This design comes from an exercise in tuning for small area, a short achievable clock period and few clock cycles per item on the open sky130 flow, not from production work.
At most, simulation tests tie the RTL to the original design; equivalence was not proved.
The RTL of run 1 was laid out without a check of its function.

## flow/design.v (module list and top-level ports; edited modules follow where they fit)
// module se_mul_cs: 4201 lines
// module se_kmul_cs: 1184 lines
// module se_fa: 4 lines
// module se_ha: 4 lines
// module se_bsel: 3 lines
// module se_crc_mat: 37 lines
// module se_alu: 186 lines
module se_alu (
    input  wire        clk,
    input  wire        rst,           
    input  wire        in_valid,
    output wire        in_ready,
    input  wire [31:0] in_insn,       
    input  wire [63:0] in_a,          
    input  wire [63:0] in_b,          
    output reg         out_valid,
    input  wire        out_ready,
    output reg  [63:0] out_result,
    output reg         out_illegal
);
  // ...
==> flow/flow/run.sh <==
#!/bin/bash
# Layout flow: the standard ORFS flow (standard.sh, unchanged synthesis),
# run with a larger setup margin so that repair_timing works towards a clock
# period well below the design's 26 ns (the SDC itself is unchanged).
set -euo pipefail
MARGIN=$(cat flow/setup_margin.txt)
sed "s/SETUP_SLACK_MARGIN=[0-9.]*/SETUP_SLACK_MARGIN=${MARGIN}/" standard.sh > standard_margin.sh
bash standard_margin.sh > standard.log 2>&1
==> flow/flow/setup_margin.txt <==
18
==> flow/standard.sh <==
#!/bin/bash
# synth_recipe.tcl (not shown) runs the flow's synth.tcl, then flattens the netlist and writes it again
# the make line also repeats each setting of config.mk as NAME=value (left out here)
make -C /OpenROAD-flow-scripts/flow DESIGN_CONFIG=/design/flow/config.mk WORK_HOME=/design/flow/orfs CLKGATE_MAP_FILE= SYNTH_SCRIPT=/design/flow/synth_recipe.tcl "${@:-finish}"
==> flow/config.mk <==
export PLATFORM = sky130hd
export DESIGN_NAME = se_alu
export DESIGN_NICKNAME = se_alu
export VERILOG_FILES = /design/flow/design.v
export SDC_FILE = /design/flow/constraint.sdc
export NUM_CORES = 4
export LEC_CHECK = 0
export CAP_MARGIN = 20
export CORE_MARGIN = 2
export CORE_UTILIZATION = 40
export SETUP_SLACK_MARGIN = 1.0
export SLEW_MARGIN = 20
export SYNTH_HIERARCHICAL = 1
==> flow/constraint.sdc <==
create_clock -name core_clock -period 26.0 [get_ports {clk}]
set_input_delay 5.2000 -clock core_clock [delete_from_list [all_inputs] [get_ports {clk}]]
set_output_delay 5.2000 -clock core_clock [all_outputs]
set_load 0.01 [all_outputs]
==> summary.txt, run 1 <==
Outcome
  • Status: finished clean

Setup path
  • Setup crit end kind: flop
  • End point of the critical path: s1[63]
  • CP max FO: 35
  • Highest-delay cell along the critical path: buf_4
  • RR Endpoint: s1[63]
  • Worst Path Arrival: 8.42 ns
  • FF-to-FF Start: b0[27]

Layout
  • #MultiIn Comb: 7,797
  • Fraction of cell area in non-clock buffers: 4.686%
  • Commonest non-fill, non-tap cell in the layout: xnor2_1
  • Sequential cell count: 487
  • Seq area share: 12.59%
  • Utilization after layout: 43.98%
  • Fraction of standard cell area in multi-input logic: 76.31%

Placement
  • Placed cell area: 108,300 sq um

Die
  • Initial Util: 40.24%
  • Die area: 257,000 sq um

Clocking
  • CTS root buffer: clkbuf_16

Routing
  • Initial drt markers: 11,220
  • DRC Markers: 0

Synth
  • Top-count cell post-synth: xnor2_1
  • Main combinational cell family by area after synthesis: adder cells
  • Async set-reset flop share out of synthesis: 0%

STA
  • Hold Slack: 0.4279 ns
  • Final period utilization: 30.70%
  • Slew @ Worst Pin: 1.284 ns
  • Worst Skew: 0.06510 ns
  • Slew margin rel.: 14.09%
==> module se_alu, before the edit <==
module se_alu (
    input  wire        clk,
    input  wire        rst,           
    input  wire        in_valid,
    output wire        in_ready,
    input  wire [31:0] in_insn,       
    input  wire [63:0] in_a,          
    input  wire [63:0] in_b,          
    output reg         out_valid,
    input  wire        out_ready,
    output reg  [63:0] out_result,
    output reg         out_illegal
);
    localparam [63:0] K = 64'hA24B_1F6D_9C35_E817;
    reg adv;
    assign in_ready = adv;
    wire       in_hash = (in_insn[31:26] == 6'h0C);
    reg        v0;
    reg        hash0;      
    reg [5:0]  op0;
    reg [15:0] imm0;       
    reg        rs1nz0;     
    reg [63:0] a0, b0;
    always @(posedge clk) begin
        if (rst)
            v0 <= 1'b0;
        else if (adv)
            v0 <= in_valid;
        if (adv) begin
            op0    <= in_insn[31:26];
            imm0   <= in_insn[15:0];
            rs1nz0 <= |in_insn[20:16];
            hash0  <= in_hash;
            a0     <= in_a ^ (in_b & {64{in_hash}});
            b0     <= in_hash ? K : in_b;
        end
    end
    wire [10:0] fn0     = imm0[10:0];
    wire        fn_zero = (fn0 == 11'd0);
    wire        crc_n_ok = !fn_zero && (fn0 <= 11'd8);
    reg d_add, d_sub, d_and, d_or, d_xor, d_sll, d_srl, d_sra, d_mul,
        d_slt, d_sltu, d_hash, d_crc, d_lui, d_ok;
    always @* begin
        {d_add, d_sub, d_and, d_or, d_xor, d_sll, d_srl, d_sra, d_mul,
         d_slt, d_sltu, d_hash, d_crc, d_lui} = 14'd0;
        d_ok = 1'b1;
        case (op0)
            6'h00: d_add  = 1'b1;
            6'h01: d_sub  = 1'b1;
            6'h02: d_and  = 1'b1;
            6'h03: d_or   = 1'b1;
            6'h04: d_xor  = 1'b1;
            6'h05: d_sll  = 1'b1;
            6'h06: d_srl  = 1'b1;
            6'h07: d_sra  = 1'b1;
            6'h08: d_mul  = 1'b1;
            6'h0A: d_slt  = 1'b1;
            6'h0B: d_sltu = 1'b1;
            6'h0C: d_hash = hash0;
            6'h0D: d_crc  = 1'b1;
            6'h10: d_add  = 1'b1;
            6'h11: d_and  = 1'b1;
            6'h12: d_or   = 1'b1;
            6'h13: d_xor  = 1'b1;
            6'h14: d_sll  = 1'b1;
            6'h15: d_srl  = 1'b1;
            6'h16: d_sra  = 1'b1;
            6'h17: d_lui  = 1'b1;
            default: d_ok = 1'b0;
        endcase
    end
    wire legal = d_ok
               && !(op0 <= 6'h0C && !fn_zero)
               && !(d_crc && !crc_n_ok)
               && !(d_lui && rs1nz0);
    wire        use_imm = op0[4];
    wire        imm_sx  = imm0[15] && (op0[2:0] == 3'd0);
    wire [63:0] opb     = use_imm ? {{48{imm_sx}}, imm0} : b0;
    wire        sub     = d_sub | d_slt | d_sltu;
    wire        add_sel = legal & (d_add | d_sub | d_slt | d_sltu);
    wire        sh_left = d_sll;
    wire        sh_fill = d_sra & a0[63];
    wire [5:0]  sh_amt  = opb[5:0];
    reg  [63:0] sh_in, sh_out;
    integer i;
    always @* begin
        for (i = 0; i < 64; i = i + 1)
            sh_in[i] = sh_left ? a0[63 - i] : a0[i];
    end
    wire [63:0] sh1 = sh_amt[0] ? {{ 1{sh_fill}}, sh_in[63:1]}  : sh_in;
    wire [63:0] sh2 = sh_amt[1] ? {{ 2{sh_fill}}, sh1[63:2]}    : sh1;
    wire [63:0] sh3 = sh_amt[2] ? {{ 4{sh_fill}}, sh2[63:4]}    : sh2;
    wire [63:0] sh4 = sh_amt[3] ? {{ 8{sh_fill}}, sh3[63:8]}    : sh3;
    wire [63:0] sh5 = sh_amt[4] ? {{16{sh_fill}}, sh4[63:16]}   : sh4;
    wire [63:0] sh6 = sh_amt[5] ? {{32{sh_fill}}, sh5[63:32]}   : sh5;
    always @* begin
        for (i = 0; i < 64; i = i + 1)
            sh_out[i] = sh_left ? sh6[63 - i] : sh6[i];
    end
    wire [3:0]  crc_n   = fn0[3:0];
    wire [2:0]  crc_pad = 3'd0 - crc_n[2:0];           
    wire [63:0] crc_w   = b0 ^ {32'd0, a0[31:0]};
    wire [63:0] crc_w1  = crc_pad[0] ? {crc_w[55:0],  8'd0}  : crc_w;
    wire [63:0] crc_w2  = crc_pad[1] ? {crc_w1[47:0], 16'd0} : crc_w1;
    wire [63:0] crc_v   = crc_pad[2] ? {crc_w2[31:0], 32'd0} : crc_w2;
    wire [31:0] crc_m;
    se_crc_mat u_crc (.v(crc_v), .m(crc_m));
    wire [31:0] crc_tail = (crc_n == 4'd1) ? {8'd0,  a0[31:8]}  :
                           (crc_n == 4'd2) ? {16'd0, a0[31:16]} :
                           (crc_n == 4'd3) ? {24'd0, a0[31:24]} : 32'd0;
    wire [31:0] crc = crc_m ^ crc_tail;
    wire [63:0] alu_res =
          ({64{add_sel}}                  & a0)
        | ({64{legal & d_and}}            & (a0 & opb))
        | ({64{legal & d_or}}             & (a0 | opb))
        | ({64{legal & d_xor}}            & (a0 ^ opb))
        | ({64{legal & (d_sll | d_srl | d_sra)}} & sh_out)
        | ({64{legal & d_crc}}            & {32'd0, crc})
        | ({64{legal & d_lui}}            & {{32{imm0[15]}}, imm0, 16'd0});
    wire [63:0] mul_s, mul_c;
    se_mul_cs u_mul (.x(a0), .y(b0), .s(mul_s), .c(mul_c));
    wire        mul_sel = legal & (d_mul | d_hash);
    reg        v1, hash1, ill1, cin1, slt1, sltu1;
    reg [63:0] s1, c1;       
    always @(posedge clk) begin
        if (rst)
            v1 <= 1'b0;
        else if (adv)
            v1 <= v0;
        if (adv) begin
            hash1 <= legal & d_hash;
            ill1  <= ~legal;
            cin1  <= add_sel & sub;
            slt1  <= legal & d_slt;
            sltu1 <= legal & d_sltu;
            s1    <= mul_sel ? mul_s : alu_res;
            c1    <= mul_sel ? mul_c : ({64{add_sel}} & (opb ^ {64{sub}}));
        end
    end
    wire [64:0] p65 = {1'b0, s1} + {1'b0, c1} + {64'd0, cin1};
    wire [63:0] p1  = p65[63:0];
    wire        lt_u = ~p65[64];
    wire        lt_s = (s1[63] ^ ~c1[63]) ? s1[63] : p1[63];
    reg        v2, hash2, ill2;
    reg [63:0] r2;
    always @(posedge clk) begin
        if (rst)
            v2 <= 1'b0;
        else if (adv)
            v2 <= v1;
        if (adv) begin
            hash2 <= hash1;
            ill2  <= ill1;
            r2    <= hash1 ? (p1 ^ {29'd0, p1[63:29]}) :
                     (slt1 | sltu1) ? {63'd0, slt1 ? lt_s : lt_u} : p1;
        end
    end
    wire [63:0] k_s, k_c;
    se_kmul_cs u_kmul (.x(r2), .s(k_s), .c(k_c));
    wire [63:0] k_p = k_s + k_c;
    wire [63:0] y   = hash2 ? k_p : r2;
    reg        sk_valid, sk_illegal;
    reg [63:0] sk_result;
    wire push  = adv & v2;
    wire pop   = out_valid & out_ready;
    wire hold  = out_valid & ~out_ready;
    always @(posedge clk) begin
        if (rst) begin
            out_valid <= 1'b0;
            sk_valid  <= 1'b0;
            adv       <= 1'b1;
        end else begin
            out_valid <= hold | sk_valid | push;
            sk_valid  <= sk_valid ? hold : (push & hold);
            adv       <= ~((sk_valid | (out_valid & push)) & ~pop);
        end
        if (!hold) begin
            out_result  <= sk_valid ? sk_result  : y;
            out_illegal <= sk_valid ? sk_illegal : ill2;
        end
        if (!sk_valid) begin
            sk_result  <= y;
            sk_illegal <= ill2;
        end
    end
endmodule
==> run 2: changes to the inputs <==
--- a/flow/design.v
+++ b/flow/design.v
@@ -5447,9 +5447,7 @@
     localparam [63:0] K = 64'hA24B_1F6D_9C35_E817;
     reg adv;
     assign in_ready = adv;
-    wire       in_hash = (in_insn[31:26] == 6'h0C);
     reg        v0;
-    reg        hash0;      
     reg [5:0]  op0;
     reg [15:0] imm0;       
     reg        rs1nz0;     
@@ -5463,9 +5461,8 @@
             op0    <= in_insn[31:26];
             imm0   <= in_insn[15:0];
             rs1nz0 <= |in_insn[20:16];
-            hash0  <= in_hash;
-            a0     <= in_a ^ (in_b & {64{in_hash}});
-            b0     <= in_hash ? K : in_b;
+            a0     <= in_a;
+            b0     <= in_b;
         end
     end
     wire [10:0] fn0     = imm0[10:0];
@@ -5489,7 +5486,7 @@
             6'h08: d_mul  = 1'b1;
             6'h0A: d_slt  = 1'b1;
             6'h0B: d_sltu = 1'b1;
-            6'h0C: d_hash = hash0;
+            6'h0C: d_hash = 1'b1;
             6'h0D: d_crc  = 1'b1;
             6'h10: d_add  = 1'b1;
             6'h11: d_and  = 1'b1;
@@ -5509,8 +5506,10 @@
     wire        use_imm = op0[4];
     wire        imm_sx  = imm0[15] && (op0[2:0] == 3'd0);
     wire [63:0] opb     = use_imm ? {{48{imm_sx}}, imm0} : b0;
-    wire        sub     = d_sub | d_slt | d_sltu;
-    wire        add_sel = legal & (d_add | d_sub | d_slt | d_sltu);
+    wire        sub   = d_sub | d_slt | d_sltu;
+    wire [64:0] sum65 = {1'b0, a0} + {1'b0, opb ^ {64{sub}}} + {64'd0, sub};
+    wire        lt_u  = ~sum65[64];
+    wire        lt_s  = (a0[63] ^ b0[63]) ? a0[63] : sum65[63];
     wire        sh_left = d_sll;
     wire        sh_fill = d_sra & a0[63];
     wire [5:0]  sh_amt  = opb[5:0];
@@ -5543,17 +5542,21 @@
                            (crc_n == 4'd3) ? {24'd0, a0[31:24]} : 32'd0;
     wire [31:0] crc = crc_m ^ crc_tail;
     wire [63:0] alu_res =
-          ({64{add_sel}}                  & a0)
+          ({64{legal & d_add}}            & sum65[63:0])
+        | ({64{legal & d_sub}}            & sum65[63:0])
         | ({64{legal & d_and}}            & (a0 & opb))
         | ({64{legal & d_or}}             & (a0 | opb))
         | ({64{legal & d_xor}}            & (a0 ^ opb))
         | ({64{legal & (d_sll | d_srl | d_sra)}} & sh_out)
+        | {63'd0, legal & ((d_slt & lt_s) | (d_sltu & lt_u))}
         | ({64{legal & d_crc}}            & {32'd0, crc})
         | ({64{legal & d_lui}}            & {{32{imm0[15]}}, imm0, 16'd0});
+    wire [63:0] mul_x = a0 ^ (b0 & {64{d_hash}});
+    wire [63:0] mul_y = d_hash ? K : b0;
     wire [63:0] mul_s, mul_c;
-    se_mul_cs u_mul (.x(a0), .y(b0), .s(mul_s), .c(mul_c));
+    se_mul_cs u_mul (.x(mul_x), .y(mul_y), .s(mul_s), .c(mul_c));
     wire        mul_sel = legal & (d_mul | d_hash);
-    reg        v1, hash1, ill1, cin1, slt1, sltu1;
+    reg        v1, hash1, ill1;
     reg [63:0] s1, c1;       
     always @(posedge clk) begin
         if (rst)
@@ -5563,17 +5566,11 @@
         if (adv) begin
             hash1 <= legal & d_hash;
             ill1  <= ~legal;
-            cin1  <= add_sel & sub;
-            slt1  <= legal & d_slt;
-            sltu1 <= legal & d_sltu;
             s1    <= mul_sel ? mul_s : alu_res;
-            c1    <= mul_sel ? mul_c : ({64{add_sel}} & (opb ^ {64{sub}}));
+            c1    <= mul_sel ? mul_c : 64'd0;
         end
     end
-    wire [64:0] p65 = {1'b0, s1} + {1'b0, c1} + {64'd0, cin1};
-    wire [63:0] p1  = p65[63:0];
-    wire        lt_u = ~p65[64];
-    wire        lt_s = (s1[63] ^ ~c1[63]) ? s1[63] : p1[63];
+    wire [63:0] p1 = s1 + c1;
     reg        v2, hash2, ill2;
     reg [63:0] r2;
     always @(posedge clk) begin
@@ -5584,8 +5581,7 @@
         if (adv) begin
             hash2 <= hash1;
             ill2  <= ill1;
-            r2    <= hash1 ? (p1 ^ {29'd0, p1[63:29]}) :
-                     (slt1 | sltu1) ? {63'd0, slt1 ? lt_s : lt_u} : p1;
+            r2    <= hash1 ? (p1 ^ {29'd0, p1[63:29]}) : p1;
         end
     end
     wire [63:0] k_s, k_c;
==> flow/run.sh (new file) <==
#!/bin/bash
# synth_recipe.tcl (not shown) runs the flow's synth.tcl, then flattens the netlist and writes it again
# the make line also repeats each setting of config.mk as NAME=value (left out here)
make -C /OpenROAD-flow-scripts/flow DESIGN_CONFIG=/design/flow/config.mk WORK_HOME=/design/flow/orfs CLKGATE_MAP_FILE= SYNTH_SCRIPT=/design/flow/synth_recipe.tcl finish
removed: flow/flow/run.sh
removed: flow/flow/setup_margin.txt
removed: flow/standard.sh
==> run 2 against run 1 <==
Effect of this change:
- hold slack lost 0.0080 ns
- clock-buffer cell count grew 11
- global-route usage shrank 1.7 points
- final cell count grew 2.3%
- synthesized cell count grew 2.6%
- die area grew 2.5%
- core utilization shrank 0.059 points
==> summary.txt, run 2 <==
Setup path
  • Crit path launch: op0[5]
  • Req. time, crit path: 26.45 ns
  • Critical path type: flop to flop
  • Setup crit end kind: flop
  • Crit-path max cell delay: 0.81 ns
  • CP most frequent cell: fa_1
  • CP Launch Type: flop
  • FF-to-FF Start: op0[5]
  • Highest-delay cell along the critical path: o21ai_4
  • Critical Path, Cell by Cell: buf_4 -> nand2b_4 -> buf_4 -> and2_4 -> nand2b_1 -> o21ai_4 -> buf_4 -> a22oi_2 -> xnor2_1 -> ha_1 -> fa_1 -> fa_1 -> fa_1 -> fa_1 -> fa_1 -> fa_1 -> fa_1 -> nor2_1 -> a31oi_1
  • CP max FO: 39 (+11%)
  • Worst Path Arrival: 10.21 ns (+1.79 ns)
  • CP delay by family, top: adder cells
  • CP bufs+invs: 3
  • FF-to-FF setup slack: 16.23 ns

Clocking
  • H-tree Lvls: 2
  • Worst-path clk slew: 0.06 ns
  • Clock Latency Late Sink: 0.73 ns
  • Post-CTS Setup Bufs: 0
  • Hold-fix buffers at CTS: 0
  • CTS resizes: 0
  • Total CTS buffers: 58
  • # clock sinks: 498
  • CTS root buffer: clkbuf_16
  • Clk buf depth: 3
  • CTS tree: done

Layout
  • Most frequent cells in the layout: xnor2_1 (1,586), fa_1 (1,493), a22oi_2 (1,056)
  • Utilization after layout: 43.93% (-0.059 points)
  • Commonest non-fill, non-tap cell in the layout: xnor2_1
  • Final net count: 11,500
  • Final Non-Filler Cells: 12,860
  • Area grow syn2layout: 9.021%
  • Layout cells sized above 1: 19.00%

GRT
  • Global Route Usage Sum: 35.95%
  • Gr ovfl total: 0
  • First-pass GRT wire length: 670,500 microns
  • Largest net degree at the start of global routing: 83
  • Antenna violations before repair: 26
  • Vias in the first global route: 85,280

Synth
  • Yosys top cell by area: fa_1
  • Synth top area share: 28.82%
  • YS warnings: 7
  • Largest cells by area after synthesis: fa_1 (29%), xnor2_1 (14%), a22oi_2 (13%)
  • Post-synth cell types: 97
  • Post-synthesis sequential area ratio: 13.59%
  • Yosys reg bits: 498
  • Syn Inst Count: 9,340
  • Top-count cell post-synth: xnor2_1
  • Predominant post-synthesis flop cell: edfxtp_1
  • Synth Cell Area: 103,700 sq um
  • Syn avg cell area: 11.10 sq um
  • EDFF count, synth: 412
  • Commonest cells in the netlist: xnor2_1 (1,639), fa_1 (1,493), a22oi_2 (1,056)
  • Async set-reset flop share out of synthesis: 0% (unchanged)

Die
  • Top Ports: 231
  • Die area: 263,400 sq um (+2.5%)
  • Row Count: 186
  • Initial Util: 40.29% (+0.047 points)
  • Core area: 257,400 sq um
  • Die Y-Extent: 513.2 microns
  • Die width: 513.2 microns

Routing
  • Drt wl/cell: 37.55 microns
  • Initial drt markers: 11,140 (-0.77%)
  • Final ANT Viol Nets: 0
  • Via density: 6.539
  • Initial DRT Pass Iterations: 7
  • Total routed wirelength: 482,900 microns
  • Via count: 84,100
  • DRC Markers: 0 (unchanged)

STA
  • Slew margin rel.: 16.95% (+2.9 points)
  • TNS Setup: 0 ns
  • Worst Skew: 0.02631 ns (-0.03879 ns)
  • Final period utilization: 37.56% (+6.9 points)
  • Slew @ Worst Pin: 1.246 ns (-0.03801 ns)
  • Fin. Hold Viols: 0
  • Final Setup Violations: 0
  • RSZ-0062 raised after global routing: false
  • Slew Viols, Final: 0
  • Tmin final: 9.767 ns
  • Fmax: 102.4 MHz

Run
  • Max_cap viols: 0

Worst hold path
  • Hold/Removal Path Class: flop to flop
  • HP Start: ill1

Placement
  • Port Buffer Count: 225
  • GP Congestion: 1.052
  • Placed cells: 12,750
  • HPWL Detailed: 352,900 microns

Outcome
  • Status: finished clean
[run 2: kinds of logic after synthesis]
group / Yosys count / synth area share [%]
AO/OA/AOI/OAI: 2468 / 21.31
adder cells (fa/ha/maj): 1912 / 33.88
XOR/XNOR: 1910 / 17.12
AND/OR/NAND/NOR: 1354 / 6.131
buffers and inverters: 879 / 4.224
flip-flops: 498 / 13.59
multiplexers: 316 / 3.743
other: 3 / 0.01086
[run 2: layer usage]
layer | GRT usage (%) | vias to the layer above | part of all wire [%]
met5 | 0.4018 | - | 0.093
met4 | 24.20 | 30 | 8.4
met3 | 11.11 | 1755 | 12
met2 | 53.25 | 6170 | 42
met1 | 44.89 | 43010 | 37
li1 | - | 33140 | -
[run 2: area by class of cell]
cell class,instances,area (sq um)
Antenna cell,4,10.01
Tap cell,3384,4234
Inverter,262,985.9
Sequential cell,498,14100
Fill cell,24110,144300
Clock inverter,38,364.1
Clock buffer,70,1548
Timing Repair Buffer,598,5115
Multi-Input combinational cell,8007,86700
[run 2: Yosys stat by module, one instance, submodules excluded]
module / cells inside / area, sq um / flops+latches / times used
se_mul_cs: 254 / 1822 / 0 / 1
se_kmul_cs: 191 / 1186 / 0 / 1
se_crc_mat: 478 / 5035 / 0 / 1
se_ha: 1 / 12.51 / 0 / 90
se_bsel: 2 / 21.27 / 0 / 1056
se_alu: 4725 / 42250 / 498 / 1
se_fa: 1 / 20.02 / 0 / 1490
[run 2: worst paths after layout]
| path | to | cells past startpoint |
|---|---|---|
| max | s1[63] | 19 |
| min | ill2 | 0 |
| max reg2reg | s1[63] | 19 |
| min reg2reg | ill2 | 0 |
[run 2: metrics by stage]
step	worst slack [ns]	hold WS [ns]	cell area, sq um
floorplan	11.27	0.4003	103900
global placement	16.53	0.4038	111000
detailed placement	16.57	0.4045	111100
CTS	16.50	0.4201	113000
global route	16.24	0.4425	113100
finish	16.23	0.4199	113100
Testbench counts of run 2, summed over its fixed seeds: cycles 24,032, items 24,000.
==> run 3: changes to the inputs <==
--- a/flow/design.v
+++ b/flow/design.v
@@ -5446,8 +5446,12 @@
 );
     localparam [63:0] K = 64'hA24B_1F6D_9C35_E817;
     reg adv;
-    assign in_ready = adv;
+    reg in_ready_r;    
+    assign in_ready = in_ready_r;
+    wire       in_hash = (in_insn[31:26] == 6'h0C);
     reg        v0;
+    reg        hash0;      
+    reg [2:0]  pad0;       
     reg [5:0]  op0;
     reg [15:0] imm0;       
     reg        rs1nz0;     
@@ -5461,8 +5465,10 @@
             op0    <= in_insn[31:26];
             imm0   <= in_insn[15:0];
             rs1nz0 <= |in_insn[20:16];
-            a0     <= in_a;
-            b0     <= in_b;
+            hash0  <= in_hash;
+            pad0   <= 3'd0 - in_insn[2:0];
+            a0     <= in_a ^ (in_b & {64{in_hash}});
+            b0     <= in_hash ? K : in_b;
         end
     end
     wire [10:0] fn0     = imm0[10:0];
@@ -5486,7 +5492,7 @@
             6'h08: d_mul  = 1'b1;
             6'h0A: d_slt  = 1'b1;
             6'h0B: d_sltu = 1'b1;
-            6'h0C: d_hash = 1'b1;
+            6'h0C: d_hash = hash0;
             6'h0D: d_crc  = 1'b1;
             6'h10: d_add  = 1'b1;
             6'h11: d_and  = 1'b1;
@@ -5506,10 +5512,8 @@
     wire        use_imm = op0[4];
     wire        imm_sx  = imm0[15] && (op0[2:0] == 3'd0);
     wire [63:0] opb     = use_imm ? {{48{imm_sx}}, imm0} : b0;
-    wire        sub   = d_sub | d_slt | d_sltu;
-    wire [64:0] sum65 = {1'b0, a0} + {1'b0, opb ^ {64{sub}}} + {64'd0, sub};
-    wire        lt_u  = ~sum65[64];
-    wire        lt_s  = (a0[63] ^ b0[63]) ? a0[63] : sum65[63];
+    wire        sub     = d_sub | d_slt | d_sltu;
+    wire        add_sel = legal & (d_add | d_sub | d_slt | d_sltu);
     wire        sh_left = d_sll;
     wire        sh_fill = d_sra & a0[63];
     wire [5:0]  sh_amt  = opb[5:0];
@@ -5530,33 +5534,26 @@
             sh_out[i] = sh_left ? sh6[63 - i] : sh6[i];
     end
     wire [3:0]  crc_n   = fn0[3:0];
-    wire [2:0]  crc_pad = 3'd0 - crc_n[2:0];           
     wire [63:0] crc_w   = b0 ^ {32'd0, a0[31:0]};
-    wire [63:0] crc_w1  = crc_pad[0] ? {crc_w[55:0],  8'd0}  : crc_w;
-    wire [63:0] crc_w2  = crc_pad[1] ? {crc_w1[47:0], 16'd0} : crc_w1;
-    wire [63:0] crc_v   = crc_pad[2] ? {crc_w2[31:0], 32'd0} : crc_w2;
-    wire [31:0] crc_m;
-    se_crc_mat u_crc (.v(crc_v), .m(crc_m));
+    wire [63:0] crc_w1  = pad0[0] ? {crc_w[55:0],  8'd0}  : crc_w;
+    wire [63:0] crc_w2  = pad0[1] ? {crc_w1[47:0], 16'd0} : crc_w1;
+    wire [63:0] crc_v   = pad0[2] ? {crc_w2[31:0], 32'd0} : crc_w2;
     wire [31:0] crc_tail = (crc_n == 4'd1) ? {8'd0,  a0[31:8]}  :
                            (crc_n == 4'd2) ? {16'd0, a0[31:16]} :
                            (crc_n == 4'd3) ? {24'd0, a0[31:24]} : 32'd0;
-    wire [31:0] crc = crc_m ^ crc_tail;
+    wire        crc_sel = legal & d_crc;
     wire [63:0] alu_res =
-          ({64{legal & d_add}}            & sum65[63:0])
-        | ({64{legal & d_sub}}            & sum65[63:0])
+          ({64{add_sel}}                  & a0)
         | ({64{legal & d_and}}            & (a0 & opb))
         | ({64{legal & d_or}}             & (a0 | opb))
         | ({64{legal & d_xor}}            & (a0 ^ opb))
         | ({64{legal & (d_sll | d_srl | d_sra)}} & sh_out)
-        | {63'd0, legal & ((d_slt & lt_s) | (d_sltu & lt_u))}
-        | ({64{legal & d_crc}}            & {32'd0, crc})
+        | ({64{crc_sel}}                  & crc_v)
         | ({64{legal & d_lui}}            & {{32{imm0[15]}}, imm0, 16'd0});
-    wire [63:0] mul_x = a0 ^ (b0 & {64{d_hash}});
-    wire [63:0] mul_y = d_hash ? K : b0;
     wire [63:0] mul_s, mul_c;
-    se_mul_cs u_mul (.x(mul_x), .y(mul_y), .s(mul_s), .c(mul_c));
+    se_mul_cs u_mul (.x(a0), .y(b0), .s(mul_s), .c(mul_c));
     wire        mul_sel = legal & (d_mul | d_hash);
-    reg        v1, hash1, ill1;
+    reg        v1, hash1, ill1, cin1, slt1, sltu1, crc1;
     reg [63:0] s1, c1;       
     always @(posedge clk) begin
         if (rst)
@@ -5566,11 +5563,21 @@
         if (adv) begin
             hash1 <= legal & d_hash;
             ill1  <= ~legal;
+            cin1  <= add_sel & sub;
+            slt1  <= legal & d_slt;
+            sltu1 <= legal & d_sltu;
+            crc1  <= crc_sel;
             s1    <= mul_sel ? mul_s : alu_res;
-            c1    <= mul_sel ? mul_c : 64'd0;
+            c1    <= mul_sel ? mul_c : (({64{add_sel}} & (opb ^ {64{sub}}))
+                                   | ({64{crc_sel}} & {32'd0, crc_tail}));
         end
     end
-    wire [63:0] p1 = s1 + c1;
+    wire [64:0] p65 = {1'b0, s1} + {1'b0, c1} + {64'd0, cin1};
+    wire [63:0] p1  = p65[63:0];
+    wire [31:0] crc_m;
+    se_crc_mat u_crc (.v(s1), .m(crc_m));
+    wire        lt_u = ~p65[64];
+    wire        lt_s = (s1[63] ^ ~c1[63]) ? s1[63] : p1[63];
     reg        v2, hash2, ill2;
     reg [63:0] r2;
     always @(posedge clk) begin
@@ -5581,7 +5588,9 @@
         if (adv) begin
             hash2 <= hash1;
             ill2  <= ill1;
-            r2    <= hash1 ? (p1 ^ {29'd0, p1[63:29]}) : p1;
+            r2    <= hash1 ? (p1 ^ {29'd0, p1[63:29]}) :
+                     crc1 ? {32'd0, crc_m ^ c1[31:0]} :
+                     (slt1 | sltu1) ? {63'd0, slt1 ? lt_s : lt_u} : p1;
         end
     end
     wire [63:0] k_s, k_c;
@@ -5598,10 +5607,12 @@
             out_valid <= 1'b0;
             sk_valid  <= 1'b0;
             adv       <= 1'b1;
+            in_ready_r <= 1'b1;
         end else begin
             out_valid <= hold | sk_valid | push;
             sk_valid  <= sk_valid ? hold : (push & hold);
             adv       <= ~((sk_valid | (out_valid & push)) & ~pop);
+            in_ready_r <= (~sk_valid & ~(out_valid & push)) | pop;
         end
         if (!hold) begin
             out_result  <= sk_valid ? sk_result  : y;
==> flow/flow/run.sh (new file) <==
#!/bin/bash
# Layout flow: the standard ORFS flow (standard.sh, unchanged synthesis)
# with two changes to how the layout is made, none to the constraints:
#  - repair_timing gets a larger setup margin, so it works towards a clock
#    period well below the design's 26 ns (the SDC itself is unchanged);
#  - the port buffers are plain buffers instead of the default choice.
set -euo pipefail
MARGIN=$(cat flow/setup_margin.txt)
sed -e "s/SETUP_SLACK_MARGIN=[0-9.]*/SETUP_SLACK_MARGIN=${MARGIN}/" \
    -e "s/\"\${@:-finish}\"/BUFFER_PORTS_ARGS=\"-buffer_cell sky130_fd_sc_hd__buf_4\" \"\${@:-finish}\"/" \
    standard.sh > standard_margin.sh
bash standard_margin.sh > standard.log 2>&1
==> flow/flow/setup_margin.txt (new file) <==
19
==> flow/standard.sh (new file) <==
#!/bin/bash
# synth_recipe.tcl (not shown) runs the flow's synth.tcl, then flattens the netlist and writes it again
# the make line also repeats each setting of config.mk as NAME=value (left out here)
make -C /OpenROAD-flow-scripts/flow DESIGN_CONFIG=/design/flow/config.mk WORK_HOME=/design/flow/orfs CLKGATE_MAP_FILE= SYNTH_SCRIPT=/design/flow/synth_recipe.tcl "${@:-finish}"
removed: flow/run.sh
==> run 3 against run 2 <==
Effect of this change:
- still clean on timing, DRC and antenna
- sequential share of layout area hardly changed
- sequential cell count is 8 lower
- final cell count fell by 2.4%
- wire length is 3.1% lower
- non-clock buffer count is 101 higher
- setup slack better by 2.7 ns
- synthesized cell count is 4.1% lower
==> summary.txt, run 3 <==
Synth
  • Yosys reg bits: 490 (-1.6%)
  • EDFF count, synth: 419 (+1.7%)
  • Synth top area share: 29.58% (+0.76 points)
  • Predominant post-synthesis flop cell: edfxtp_1
  • Post-synthesis sequential area ratio: 13.85% (+0.26 points)
  • Commonest cells in the netlist: xnor2_1 (1,565), fa_1 (1,494), a22oi_2 (1,056)
  • Top-count cell post-synth: xnor2_1
  • Syn Inst Count: 8,954 (-4.1%)
  • YS warnings: 7 (unchanged)
  • Post-synth cell types: 97 (unchanged)
  • Syn avg cell area: 11.29 sq um (+1.7%)
  • Synth Cell Area: 101,100 sq um (-2.5%)
  • Yosys top cell by area: fa_1
  • Largest cells by area after synthesis: fa_1 (30%), xnor2_1 (14%), a22oi_2 (13%)
  • Async set-reset flop share out of synthesis: 0% (unchanged)

Routing
  • Final ANT Viol Nets: 0 (unchanged)
  • Total routed wirelength: 467,700 microns (-3.1%)
  • DRC Markers: 0 (unchanged)
  • Drt wl/cell: 37.28 microns (-0.71%)
  • Initial DRT Pass Iterations: 9 (+2)
  • Metal3 WL: 57,940 microns (+2.7%)
  • Met2 routed WL: 201,300 microns (-1.6%)
  • Via count: 82,500 (-1.9%)
  • Via density: 6.575 (+0.55%)
  • DR top layer: met5
  • Initial drt markers: 10,680 (-4.1%)
  • Routed met1 length: 172,200 microns (-4.8%)

Setup path
  • CP Launch Type: flop
  • Setup crit end kind: flop
  • Worst r2r path cells: 17 (-2)
  • Req. time, crit path: 26.39 ns (-0.06 ns)
  • FF-to-FF setup slack: 18.91 ns (+2.68 ns)
  • Critical path type: flop to flop
  • Worst Path Arrival: 7.48 ns (-2.73 ns)
  • CP max FO: 28 (-28%)
  • RR Endpoint: s1[58]
  • FF-to-FF Start: b0[19]

GRT
  • Antenna violations before repair: 18 (-31%)
  • Gr ovfl total: 0 (unchanged)
  • Global Route Usage Sum: 35.72% (-0.23 points)
  • Vias in the first global route: 84,360 (-1.1%)
  • First-pass GRT wire length: 653,300 microns (-2.6%)
  • Largest net degree at the start of global routing: 112 (+35%)

Worst hold path
  • HP Start: ill1
  • Hold EP: ill2
  • Hold Path Cell Cnt: 0 (unchanged)
  • Hold/Removal Path Class: flop to flop

Placement
  • GP Congestion: 1.012 (-3.9%)
  • Port Buffer Count: 225 (unchanged)
  • Place WS: 17.37 ns (+0.7999 ns)
  • HPWL Detailed: 334,300 microns (-5.3%)
  • Placed cell area: 107,600 sq um (-3.1%)
  • Placed cells: 12,280 (-3.6%)

Die
  • Top Ports: 231 (unchanged)
  • Core area: 251,400 sq um (-2.3%)
  • Row Count: 184 (-1.1%)
  • Initial Util: 40.22% (-0.072 points)
  • Die Y-Extent: 506.8 microns (-1.2%)
  • Die width: 506.8 microns (-1.2%)
  • Die area: 256,800 sq um (-2.5%)

STA
  • Slew Viols, Final: 0 (unchanged)
  • Final worst-path setup slack: 18.91 ns (+2.677 ns)
  • Final period utilization: 27.27% (-10 points)
  • TNS Setup: 0 ns (unchanged)
  • Tmin final: 7.090 ns (-2.677 ns)
  • Slew margin rel.: 15.90% (-1.1 points)
  • RSZ-0062 raised after global routing: true
  • Slew @ Worst Pin: 1.248 ns (+0.002574 ns)
  • Fmax: 141.1 MHz (+38%)
  • Final Setup Violations: 0 (unchanged)
  • Worst Skew: 0.08153 ns (+0.05523 ns)
  • Hold Slack: 0.4389 ns (+0.01903 ns)
  • Fin. Hold Viols: 0 (unchanged)

Clocking
  • Clk buf depth: 3 (unchanged)
  • Worst-path clk slew: 0.06 ns (about the same)
  • # clock sinks: 490 (-1.6%)
  • H-tree Lvls: 2 (unchanged)
  • Clock Latency Late Sink: 0.74 ns (about the same)
  • CTS tree: done
  • CTS root buffer: clkbuf_16
  • Total CTS buffers: 54 (-6.9%)
  • Hold-fix buffers at CTS: 0 (unchanged)

Layout
  • Final Non-Filler Cells: 12,550 (-2.4%)
  • Post-route design area: 112,100 sq um (-0.89%)
  • Final net count: 11,150 (-3.1%)
  • Commonest non-fill, non-tap cell in the layout: xnor2_1
  • Layout cells sized above 1: 25.73% (+6.7 points)
  • Utilization after layout: 44.57% (+0.64 points)
  • Most frequent cells in the layout: xnor2_1 (1,562), fa_1 (1,326), a22oi_2 (1,056)
  • Area grow syn2layout: 10.82%

Run
  • Max_cap viols: 0 (unchanged)

Outcome
  • Status: finished clean
run 3: cell count changes in the layout (fill, tap and decap cells not counted), sizes merged, moves of 34 or more:
cell	previous run	this run
mux2i	238	185
ha	419	345
buf	372	689
clkinvlp	5	39
clkdlybuf4s50	225	0
inv	265	214
nand2b	99	52
a21oi	366	330
xnor2	1651	1577
and2	124	17
run 3: worst max path at each step:
stage,from,endpoint,slack [ns],cells past startpoint
after floorplan,b0[3],s1[58],12.83,15
after global placement,r2[35],out_result[59],17.35,19
after detailed placement,r2[36],out_result[59],17.37,19
after CTS,r2[32],out_result[59],18.85,20
after global routing,r2[33],out_result[59],18.91,20
final,b0[19],s1[58],18.91,17
run 3: logic make-up (layout without fill, tap and decap cells):
family | after synthesis | count (layout) | share of synthesized area (%)
simple gates | 1229 | 1229 | 5.658
buf+inv | 856 | 1048 | 4.286
flops | 490 | 490 | 13.85
mux | 285 | 285 | 3.685
fa+ha+maj | 1839 | 1839 | 33.85
xor+xnor | 1840 | 1840 | 16.99
compound gates | 2412 | 2412 | 21.68
other cells | 3 | 55 | 0.01114
run 3: worst max-delay path: stages (launching register included):
cell and delay, ns:
edfxtp_1 0.37, buf_6 0.26, buf_8 0.34, nand3b_1 0.26, o21ai_4 0.20, buf_8 0.30
buf_12 0.33, a22oi_2 0.10, xnor2_1 0.27, fa_1 0.49, fa_1 0.56, fa_1 0.47
fa_2 0.39, fa_1 0.55, fa_1 0.46, fa_1 0.65, o21ai_4 0.36, o221ai_1 0.27
run 3: final cells by class:
type                    instances  area [sq um]
fillers                     23480        139400
diodes                          8         20.02
flip-flops and latches        490         14010
inverters                     249          1059
repair buffers                699          6300
well taps                    3348          4189
clock inverters                24         246.5
clock buffers                  76          1600
multi-input cells            7652         84620
run 3: repair_timing:
| action | in CTS | in global routing |
|---|---|---|
| cloned | 4 | 2 |
| setup buffers | 113 | 31 |
| setup endpoints to repair | 90 | 45 |
| pin swaps | 3 | 12 |
| resized for setup | 151 | 124 |
run 3: modules after synthesis, one instance, submodules excluded:
module | cells | copies in the design | area, sq um | flip-flops and latches
se_bsel | 2 | 1056 | 21.27 | 0
se_fa | 1 | 1490 | 20.02 | 0
se_crc_mat | 478 | 1 | 5035 | 0
se_ha | 1 | 90 | 12.51 | 0
se_alu | 4339 | 1 | 39650 | 490
se_mul_cs | 254 | 1 | 1822 | 0
se_kmul_cs | 191 | 1 | 1186 | 0
run 3: layer usage:
metal / global-route usage [%] / vias up
met2: 53.53 / 6204
met1: 44.37 / 42330
met3: 11.88 / 1733
li1: - / 32210
met4: 22.06 / 18
met5: 0.4074 / -
Testbench counts of run 3, summed over its fixed seeds: cycles 24,032, items 24,000.

afterwards: timing with drivers on the ports:
The flow's constraints put no driver on any port. The routed layouts listed below were extracted and timed again, unchanged, in two steps. Step 1 sets driving cells, clkbuf_16 on the clock port and buf_2 on the other inputs (assumed; they add their load-dependent delay and slew). Step 2 times the ports against the registers' clock, not the clock port: input delays grow and output delays shrink by t, the midpoint of the rising clock arrivals with the driver on. Slacks: no drivers / after step 1 / after step 2; pairs: no drivers / after step 1.
run | t, ns | slack for setup (ns) | slew at the worst register clock pin (ns)
run 1 | 0.833 | 18.018 / 18.018 / 18.018 | 0.08 / 0.08
run 2 | 0.814 | 16.233 / 16.233 / 16.233 | 0.08 / 0.08
run 3 | 0.789 | 18.910 / 18.910 / 18.575 | 0.07 / 0.07
After both steps setup and hold are still met in every run listed. The setup slack of run 3, which loses most, moves by 0.000 ns with the drivers and by -0.335 ns with both steps.
